Context: an optimization exercise on an open-source flow, tuned for small area, a short achievable clock period and few clock cycles per item. The choices shown serve that exercise and are no tape-out recipe. The RTL was checked by simulation tests, not by an equivalence proof against the original design.

[flow/design.v]
module ink_src_conv (
    input  wire [31:0]       src,
    input  wire              sfmt,      
    output reg               zero,
    output reg               sign,
    output reg  [31:0]       man,
    output reg  signed [10:0] exp,
    output reg               nonfinite
);
    always @* begin
        zero      = 1'b0;
        sign      = 1'b0;
        man       = 32'd0;
        exp       = 11'sd0;
        nonfinite = 1'b0;
        if (!sfmt) begin
            sign = src[31];
            man  = src[31] ? (~src + 32'd1) : src;
            exp  = -11'sd31;
            zero = (src == 32'd0);
        end else if (src[30:23] == 8'hFF) begin
            nonfinite = 1'b1;
            zero      = 1'b1;
        end else if (src[30:23] == 8'h00) begin
            zero = 1'b1;
            sign = src[31];
        end else begin
            sign = src[31];
            man  = {8'd0, 1'b1, src[22:0]};
            exp  = $signed({3'b000, src[30:23]}) - 11'sd150;
        end
    end
endmodule
module ink_mul_round (
    input  wire               s_zero,
    input  wire               s_sign,
    input  wire [31:0]        s_man,
    input  wire signed [10:0] s_exp,
    input  wire [31:0]        gain,      
    output reg                p_zero,
    output reg                p_sign,
    output reg  signed [10:0] p_exp,     
    output reg  [40:0]        p_man,     
    output reg                p_sat
);
    wire [23:0]        g_man = {1'b1, gain[22:0]};
    wire signed [10:0] g_exp = $signed({3'b000, gain[30:23]}) - 11'sd150;
    wire [55:0]        prod  = s_man * g_man;
    reg  [5:0]         lead;
    reg  [55:0]        norm;
    reg  [41:0]        rnd;
    reg                rbit, sticky;
    reg  signed [10:0] e;
    integer            i;
    always @* begin
        lead = 6'd0;
        for (i = 0; i < 56; i = i + 1)
            if (prod[i]) lead = i[5:0];
        norm   = prod << (6'd55 - lead);
        rbit   = norm[14];
        sticky = |norm[13:0];
        rnd    = {1'b0, norm[55:15]} + {41'd0, rbit & (sticky | norm[15])};
        e      = s_exp + g_exp + $signed({5'd0, lead});
        p_sign = s_sign ^ gain[31];
        p_zero = s_zero;
        p_sat  = 1'b0;
        p_man  = rnd[40:0];
        p_exp  = e;
        if (rnd[41]) begin
            p_man = {1'b1, 40'd0};
            p_exp = e + 11'sd1;
        end
        if (s_zero) begin
            p_man = 41'd0;
            p_exp = 11'sd0;
        end else if (p_exp < -11'sd126) begin
            p_zero = 1'b1;
            p_man  = 41'd0;
            p_exp  = 11'sd0;
        end else if (p_exp > 11'sd127) begin
            p_sat  = 1'b1;
            p_man  = {41{1'b1}};
            p_exp  = 11'sd127;
        end
    end
endmodule
module ink_add_round (
    input  wire               a_zero,
    input  wire               a_sign,
    input  wire signed [10:0] a_exp,
    input  wire [40:0]        a_man,
    input  wire               b_zero,
    input  wire               b_sign,
    input  wire signed [10:0] b_exp,
    input  wire [40:0]        b_man,
    output reg                r_zero,
    output reg                r_sign,
    output reg  signed [10:0] r_exp,
    output reg  [40:0]        r_man,
    output reg                r_sat
);
    reg                a_big;
    reg                big_sign, small_sign;
    reg  signed [10:0] big_exp, small_exp;
    reg  [40:0]        big_man, small_man;
    reg  [10:0]        diff;
    reg  [84:0]        x, y, y_lost;
    reg  [85:0]        sum;
    reg  [6:0]         lead;
    reg  [85:0]        norm;
    reg  [41:0]        rnd;
    reg                rbit, sticky;
    reg  signed [10:0] e;
    integer            i;
    always @* begin
        a_big = (a_exp > b_exp) || ((a_exp == b_exp) && (a_man >= b_man));
        big_sign   = a_big ? a_sign : b_sign;
        big_exp    = a_big ? a_exp  : b_exp;
        big_man    = a_big ? a_man  : b_man;
        small_sign = a_big ? b_sign : a_sign;
        small_exp  = a_big ? b_exp  : a_exp;
        small_man  = a_big ? b_man  : a_man;
        diff       = big_exp - small_exp;
        x      = {big_man, 44'd0};
        y_lost = 85'd0;
        if (diff > 11'd84) begin
            y      = 85'd1;
        end else begin
            y      = {small_man, 44'd0} >> diff;
            y_lost = {small_man, 44'd0} << (11'd85 - diff);
            if (diff != 11'd0 && y_lost != 85'd0) y[0] = 1'b1;
        end
        if (big_sign ^ small_sign) sum = {1'b0, x} - {1'b0, y};
        else                       sum = {1'b0, x} + {1'b0, y};
        lead = 7'd0;
        for (i = 0; i < 86; i = i + 1)
            if (sum[i]) lead = i[6:0];
        norm   = sum << (7'd85 - lead);
        rbit   = norm[44];
        sticky = |norm[43:0];
        rnd    = {1'b0, norm[85:45]} + {41'd0, rbit & (sticky | norm[45])};
        e      = big_exp + $signed({4'd0, lead}) - 11'sd84;
        r_sat  = 1'b0;
        r_sign = big_sign;
        r_zero = 1'b0;
        r_man  = rnd[40:0];
        r_exp  = e;
        if (rnd[41]) begin
            r_man = {1'b1, 40'd0};
            r_exp = e + 11'sd1;
        end
        if (a_zero && b_zero) begin
            r_zero = 1'b1;
            r_sign = a_sign & b_sign;
            r_man  = 41'd0;
            r_exp  = 11'sd0;
        end else if (a_zero) begin
            r_sign = b_sign;
            r_man  = b_man;
            r_exp  = b_exp;
        end else if (b_zero) begin
            r_sign = a_sign;
            r_man  = a_man;
            r_exp  = a_exp;
        end else if (sum == 86'd0) begin
            r_zero = 1'b1;
            r_sign = 1'b0;
            r_man  = 41'd0;
            r_exp  = 11'sd0;
        end else if (r_exp < -11'sd126) begin
            r_zero = 1'b1;
            r_man  = 41'd0;
            r_exp  = 11'sd0;
        end else if (r_exp > 11'sd127) begin
            r_sat  = 1'b1;
            r_man  = {41{1'b1}};
            r_exp  = 11'sd127;
        end
    end
endmodule
module ink_out_round (
    input  wire               a_zero,
    input  wire               a_sign,
    input  wire signed [10:0] a_exp,
    input  wire [40:0]        a_man,
    output reg  [31:0]        word,
    output reg                sat
);
    reg  [24:0]        rnd;
    reg  signed [10:0] e;
    reg  [22:0]        frac;
    reg  [10:0]        biased;
    always @* begin
        rnd  = {1'b0, a_man[40:17]} +
               {24'd0, a_man[16] & ((|a_man[15:0]) | a_man[17])};
        e    = a_exp;
        frac = rnd[22:0];
        if (rnd[24]) begin
            e    = a_exp + 11'sd1;
            frac = 23'd0;
        end
        biased = e + 11'sd127;
        sat    = 1'b0;
        if (a_zero || e < -11'sd126) begin
            word = {a_sign, 31'd0};
        end else if (e > 11'sd127) begin
            word = {a_sign, 31'h7F7F_FFFF};
            sat  = 1'b1;
        end else begin
            word = {a_sign, biased[7:0], frac};
        end
    end
endmodule
module ink_lane (
    input  wire        clk,
    input  wire        rst,           
    input  wire        in_valid,
    output wire        in_ready,
    input  wire [31:0] in_src,
    input  wire        in_sfmt,       
    input  wire [31:0] in_gain,       
    input  wire        in_off,        
    input  wire        in_poison,
    input  wire        in_last,       
    output reg         out_valid,
    output reg  [31:0] out_data,
    output reg         out_poison,
    output reg         out_sat,
    output reg         out_nonfinite
);
    reg               acc_zero;
    reg               acc_sign;
    reg signed [10:0] acc_exp;
    reg        [40:0] acc_man;
    reg               acc_poison;
    reg               acc_sat;
    reg               acc_nonfinite;
    assign in_ready = 1'b1;
    wire take = in_valid & in_ready;
    wire               s_zero, s_sign, s_nonfinite;
    wire        [31:0] s_man;
    wire signed [10:0] s_exp;
    ink_src_conv u_conv (
        .src(in_src), .sfmt(in_sfmt),
        .zero(s_zero), .sign(s_sign), .man(s_man), .exp(s_exp),
        .nonfinite(s_nonfinite)
    );
    wire               p_zero, p_sign, p_sat;
    wire signed [10:0] p_exp;
    wire        [40:0] p_man;
    ink_mul_round u_mul (
        .s_zero(s_zero), .s_sign(s_sign), .s_man(s_man), .s_exp(s_exp),
        .gain(in_gain),
        .p_zero(p_zero), .p_sign(p_sign), .p_exp(p_exp), .p_man(p_man),
        .p_sat(p_sat)
    );
    wire               r_zero, r_sign, r_sat;
    wire signed [10:0] r_exp;
    wire        [40:0] r_man;
    ink_add_round u_add (
        .a_zero(acc_zero), .a_sign(acc_sign), .a_exp(acc_exp), .a_man(acc_man),
        .b_zero(p_zero),   .b_sign(p_sign),   .b_exp(p_exp),   .b_man(p_man),
        .r_zero(r_zero), .r_sign(r_sign), .r_exp(r_exp), .r_man(r_man),
        .r_sat(r_sat)
    );
    wire               n_zero      = in_off ? acc_zero      : r_zero;
    wire               n_sign      = in_off ? acc_sign      : r_sign;
    wire signed [10:0] n_exp       = in_off ? acc_exp       : r_exp;
    wire        [40:0] n_man       = in_off ? acc_man       : r_man;
    wire               n_poison    = acc_poison    | (~in_off & in_poison);
    wire               n_sat       = acc_sat       | (~in_off & (p_sat | r_sat));
    wire               n_nonfinite = acc_nonfinite | (~in_off & s_nonfinite);
    wire [31:0] w_word;
    wire        w_sat;
    ink_out_round u_out (
        .a_zero(n_zero), .a_sign(n_sign), .a_exp(n_exp), .a_man(n_man),
        .word(w_word), .sat(w_sat)
    );
    always @(posedge clk) begin
        if (rst) begin
            acc_zero      <= 1'b1;
            acc_sign      <= 1'b0;
            acc_exp       <= 11'sd0;
            acc_man       <= 41'd0;
            acc_poison    <= 1'b0;
            acc_sat       <= 1'b0;
            acc_nonfinite <= 1'b0;
            out_valid     <= 1'b0;
            out_data      <= 32'd0;
            out_poison    <= 1'b0;
            out_sat       <= 1'b0;
            out_nonfinite <= 1'b0;
        end else begin
            out_valid <= 1'b0;
            if (take) begin
                if (in_last) begin
                    out_valid     <= 1'b1;
                    out_data      <= w_word;
                    out_poison    <= n_poison;
                    out_sat       <= n_sat | w_sat;
                    out_nonfinite <= n_nonfinite;
                    acc_zero      <= 1'b1;
                    acc_sign      <= 1'b0;
                    acc_exp       <= 11'sd0;
                    acc_man       <= 41'd0;
                    acc_poison    <= 1'b0;
                    acc_sat       <= 1'b0;
                    acc_nonfinite <= 1'b0;
                end else begin
                    acc_zero      <= n_zero;
                    acc_sign      <= n_sign;
                    acc_exp       <= n_exp;
                    acc_man       <= n_man;
                    acc_poison    <= n_poison;
                    acc_sat       <= n_sat;
                    acc_nonfinite <= n_nonfinite;
                end
            end
        end
    end
endmodule
[flow/run.sh]
#!/bin/bash
# synth_recipe.tcl (not shown) runs the flow's synth.tcl, then flattens the netlist and writes it again
# the make line also repeats each setting of config.mk as NAME=value (left out here)
make -C /OpenROAD-flow-scripts/flow DESIGN_CONFIG=/design/flow/config.mk WORK_HOME=/design/flow/orfs CLKGATE_MAP_FILE= SYNTH_SCRIPT=/design/flow/synth_recipe.tcl finish
[flow/config.mk]
export PLATFORM = sky130hd
export DESIGN_NAME = ink_lane
export DESIGN_NICKNAME = ink_lane
export VERILOG_FILES = /design/flow/design.v
export SDC_FILE = /design/flow/constraint.sdc
export NUM_CORES = 4
export LEC_CHECK = 0
export CAP_MARGIN = 20
export CORE_MARGIN = 2
export CORE_UTILIZATION = 40
export SLEW_MARGIN = 20
[flow/constraint.sdc]
create_clock -name core_clock -period 50.0 [get_ports {clk}]
set_input_delay 10.0000 -clock core_clock [delete_from_list [all_inputs] [get_ports {clk}]]
set_output_delay 10.0000 -clock core_clock [all_outputs]
set_load 0.01 [all_outputs]
==> summary.txt <==
## path summary, 6_finish.rpt
check,startpoint,endpoint,slack (ns)
min reg2reg,out_data[9]$_SDFFE_PP0P_,out_data[9]$_SDFFE_PP0P_,0.50
min,out_data[9]$_SDFFE_PP0P_,out_data[9]$_SDFFE_PP0P_,0.50
max,in_src[28],out_data[23]$_SDFFE_PP0P_,1.40
max reg2reg,acc_man[1]$_SDFFE_PP0P_,out_data[23]$_SDFFE_PP0P_,25.85
## tightest hold or removal path: cells and delay by family (launching register included)
kind	cells	cell delay [ns]
simple gates	1	0.06
compound gates	1	0.07
flops	1	0.32
## logic make-up after synthesis
logic type | count (synthesis)
buffers and inverters | 1558
and+or+nand+nor | 3391
DFF | 93
xor gates and xnor gates | 275
adders and majority gates | 1030
muxes | 490
other | 1
AOI/OAI and AO/OA | 2625
## repair_timing
item	4_1_cts	5_1_grt
resized for setup	0	59
endpoints found under the setup margin	0	72
setup buffers	0	6
## metal layers
| metal | GRT usage, % | vias to the layer above | share of wire [%] |
|---|---|---|---|
| li1 | - | 33600 | - |
| met1 | 56.9 | 39400 | 42 |
| met2 | 61.0 | 4917 | 42 |
| met3 | 10.8 | 809 | 12 |
| met4 | 17.0 | 20 | 5.1 |
| met5 | 0 | - | 0.039 |
## registers in the layout, summed over array words and instances (netlist names)
signal	cells
acc_man	41
out_data	32
acc_exp	11
acc_nonfinite	1
acc_poison	1
acc_sat	1
acc_sign	1
acc_zero	1
out_nonfinite	1
out_poison	1
out_sat	1
out_valid	1
## cell usage in the layout (no fill, tap or decap), types with 35 or more instances in the layout
cell                                 n
sky130_fd_sc_hd__nand2_1          1036
sky130_fd_sc_hd__inv_1             883
sky130_fd_sc_hd__fa_1              667
sky130_fd_sc_hd__nor2_1            635
sky130_fd_sc_hd__a21oi_1           541
sky130_fd_sc_hd__and2_1            494
sky130_fd_sc_hd__buf_4             402
sky130_fd_sc_hd__o21ai_0           381
sky130_fd_sc_hd__ha_1              360
sky130_fd_sc_hd__mux2i_1           284
sky130_fd_sc_hd__nand3_1           252
sky130_fd_sc_hd__nor3_1            234
sky130_fd_sc_hd__xnor2_1           156
sky130_fd_sc_hd__o211ai_1          150
sky130_fd_sc_hd__a211oi_1          138
sky130_fd_sc_hd__a31oi_1           125
sky130_fd_sc_hd__a21o_1            112
sky130_fd_sc_hd__mux2_2            112
sky130_fd_sc_hd__and3_1            109
sky130_fd_sc_hd__xor2_1             96
sky130_fd_sc_hd__dfxtp_1            93
sky130_fd_sc_hd__nand4_1            91
sky130_fd_sc_hd__clkdlybuf4s50_1    88
sky130_fd_sc_hd__nor4_1             84
sky130_fd_sc_hd__o22ai_1            84
sky130_fd_sc_hd__o21ai_1            79
sky130_fd_sc_hd__mux4_2             79
sky130_fd_sc_hd__o31ai_1            74
sky130_fd_sc_hd__o21a_1             74
sky130_fd_sc_hd__nand2b_1           73
sky130_fd_sc_hd__or3_1              60
sky130_fd_sc_hd__a22oi_1            54
sky130_fd_sc_hd__nor2b_1            47
sky130_fd_sc_hd__or2_2              46
sky130_fd_sc_hd__o21bai_1           46
sky130_fd_sc_hd__a211o_1            40
sky130_fd_sc_hd__o221ai_1           35
## cell type report
type	instances	area, µm²
clock inverter	6	47.5
clock buffer	10	229
inverter	897	3380
antenna	6	15.0
timing repair buffer	528	4370
tap	2325	2910
fill	18100	98600
multi-input combinational	7813	62500
sequential	93	1860
==> results.rst <==
.. list-table::
   :header-rows: 1

   * - Metric
     - Value
   * - Run status
     - timing/DRC/antenna clean
   * - Dominant cells by area after synthesis
     - sky130_fd_sc_hd__fa_1 19%, sky130_fd_sc_hd__ha_1 6.5%, sky130_fd_sc_hd__nand2_1 5.6%, sky130_fd_sc_hd__inv_1 4.7%, sky130_fd_sc_hd__and2_1 4.4%
   * - Slowest CP cell
     - sky130_fd_sc_hd__or4_1
   * - Number of antenna violations at the first check in global routing
     - 20
   * - Most frequent cell on the critical path
     - sky130_fd_sc_hd__a21oi_1
   * - Proportion of synthesized flip-flops having asynchronous set or reset
     - 0%
   * - Post-route cell area
     - ~0.075 mm²
   * - Number of buffers created by CTS
     - 9
   * - Area grow syn2layout
     - 7.47%
   * - HPWL after detailed placement
     - 312 mm
   * - GRT Resource Usage Total
     - 41.3%
   * - DRC violations left
     - 0
   * - Synth Area per Inst
     - 7.40 µm²
   * - Die span in x
     - 422 µm
   * - Setup tns final
     - 0 ns
   * - CP required
     - 50.26 ns
   * - Post-synthesis sequential area ratio
     - 2.66%
   * - Worst-case hold slack
     - 0.496 ns
   * - Starting Density
     - 40.3%
   * - Leftover overflow at the end of global routing
     - 0
   * - Post-synthesis share of cell area spent on xor and xnor gates
     - 3.53%
   * - Clock latency reported for the late side of the worst-skew pair
     - about 0.37 ns
   * - Max-slew violation total from the final report
     - 0
   * - Post-synthesis compound-gate area fraction
     - 26.2%
   * - DRT Pass-1 Iters
     - 7
   * - Via density per instance
     - 6.74
   * - Critical path start-end classification
     - in2reg
   * - Max-capacitance violation count
     - 0
   * - Synth Cell Area
     - approximately 0.070 mm²
   * - Post-synthesis mux area share
     - roughly 8.6%
   * - Cell count after placement
     - ~12,000
   * - Combinational family with the most area after synthesis
     - compound AO/OA/AOI/OAI gates
   * - Root buf cell
     - sky130_fd_sc_hd__clkbuf_16
   * - Post-synth top cells
     - 1,039 x sky130_fd_sc_hd__nand2_1, 885 x sky130_fd_sc_hd__inv_1, 667 x sky130_fd_sc_hd__fa_1
   * - Path category of the worst min-delay check
     - reg2reg
   * - First-pass GRT wire length
     - 549 mm
   * - Total of warnings raised by yosys
     - 5
   * - Number of buffers added on ports
     - 106
   * - Worst Setup Slack, final
     - 1.40 ns
   * - Share of the core filled with cells
     - 43.3%
   * - R2r worst-path depth
     - 102
   * - Leading cell type by number of instances after synthesis
     - sky130_fd_sc_hd__nand2_1
   * - # setup viols final
     - 0
   * - Average wire length per cell after detail routing
     - 32.6 µm
   * - Worst setup timing slack at the placement stage
     - 0.259 ns
   * - Clock tree from TritonCTS
     - done
   * - Crit start category
     - input pin
   * - Die Y-Extent
     - 422 µm
   * - Number of nets in the final layout
     - 10,400
   * - Peak fanout along the critical path
     - just under 50
   * - Core Area
     - 0.174 mm²
   * - Top-level I/O count
     - 108
   * - Synth Register Bits
     - 93
   * - Maximum clock frequency
     - 20.6 MHz
   * - Clock-pin slew reported for the worst setup and hold paths after clock tree synthesis
     - around 0.070 ns
   * - Weighted congestion reported at the end of routability-driven placement
     - 1.08
   * - Hold Crit Depth
     - 2
   * - Maximum single-stage delay on the critical path
     - 0.83 ns
   * - Vias in the first global route
     - 75,400
   * - Total clock sinks
     - 93
   * - Number of enable flip-flop cells after synthesis
     - 0
   * - WP depth
     - between 100 and 150
   * - Post-detailed-routing wire length
     - 381 mm
   * - Synthesized-area fraction occupied by and/or/nand/nor cells
     - 24.2%
   * - Share of the synthesized area in the top cell type
     - between 10% and 20%
   * - Kind of cell adding the most delay to the critical path
     - compound AO/OA/AOI/OAI gates
   * - Number of buffers added to fix hold violations after cts
     - 0
   * - Cells after synthesis
     - approximately 9,500
   * - Clock H-tree levels
     - 3
   * - Setup clock skew after layout
     - 0.0107 ns
   * - Prevailing post-synth register cell
     - sky130_fd_sc_hd__dfxtp_1
   * - Number of endpoints with negative hold slack in the final report
     - 0
   * - Share of post-route cells with drive strength above 1
     - 10.4%
   * - Worst setup EP type
     - flip-flop
   * - Slew at the pin with the worst max-slew slack
     - between 1 and 1.5 ns
   * - Net count after synthesis
     - 10,600
   * - Worst max-slew margin expressed relative to the limit
     - 11.6%
   * - Arithmetic-cell share of the synthesized area counting full adders, half adders and majority gates
     - 25.6%
   * - Crit path buffers/inverters
     - 19
   * - Distinct cells, synth
     - 154
   * - Die Footprint
     - 0.178 mm²
   * - Non-filler cells, final
     - 11,700
   * - Clock Tree Buf Depth
     - 2
   * - Crit path DAT
     - 48.86 ns
   * - Detailed Route Iter0 Violations
     - ~11,000
   * - Final clock period utilization by the worst path
     - between 90% and 100%
   * - Via count
     - ~80,000
   * - FP Rows
     - 153
   * - Antenna viol nets, final
     - 0
   * - Dominant cell type by area after synthesis
     - sky130_fd_sc_hd__fa_1
   * - Pin count of the biggest net entering global routing
     - 90
   * - Post-route minimum period
     - 48.60 ns
   * - Cell area after placement
     - 0.0746 mm²
Testbench counts, summed over its fixed seeds: cycles 64,016, items 64,000.

port drivers added, routing unchanged:
The flow's constraints put no driver on any port. The routed layout listed below was extracted and timed again, unchanged, in two steps. Step 1: set_driving_cell puts a clkbuf_16 on clk and a buf_2 on each other input, an assumption about the parent block. Step 2 adds t to the input delays and takes it off the output delays; t is the mean of the earliest and latest rising clock arrival at the registers after step 1. Input paths then give back, and output paths get back, about the clock's delay inside the block. a / b / c = ideal ports / drivers / drivers and shift; a / b = the first two.
t, ns: 0.422
setup WS [ns]: 1.397 / 1.426 / 1.004
worst setup path at the end: input to register
worst register clock-pin slew, ns: 0.08 / 0.08
pins driven straight from the clock port: 1
After both steps setup and hold are still met in this run. The setup slack of this run moves by +0.029 ns with the drivers and by -0.393 ns with both steps.
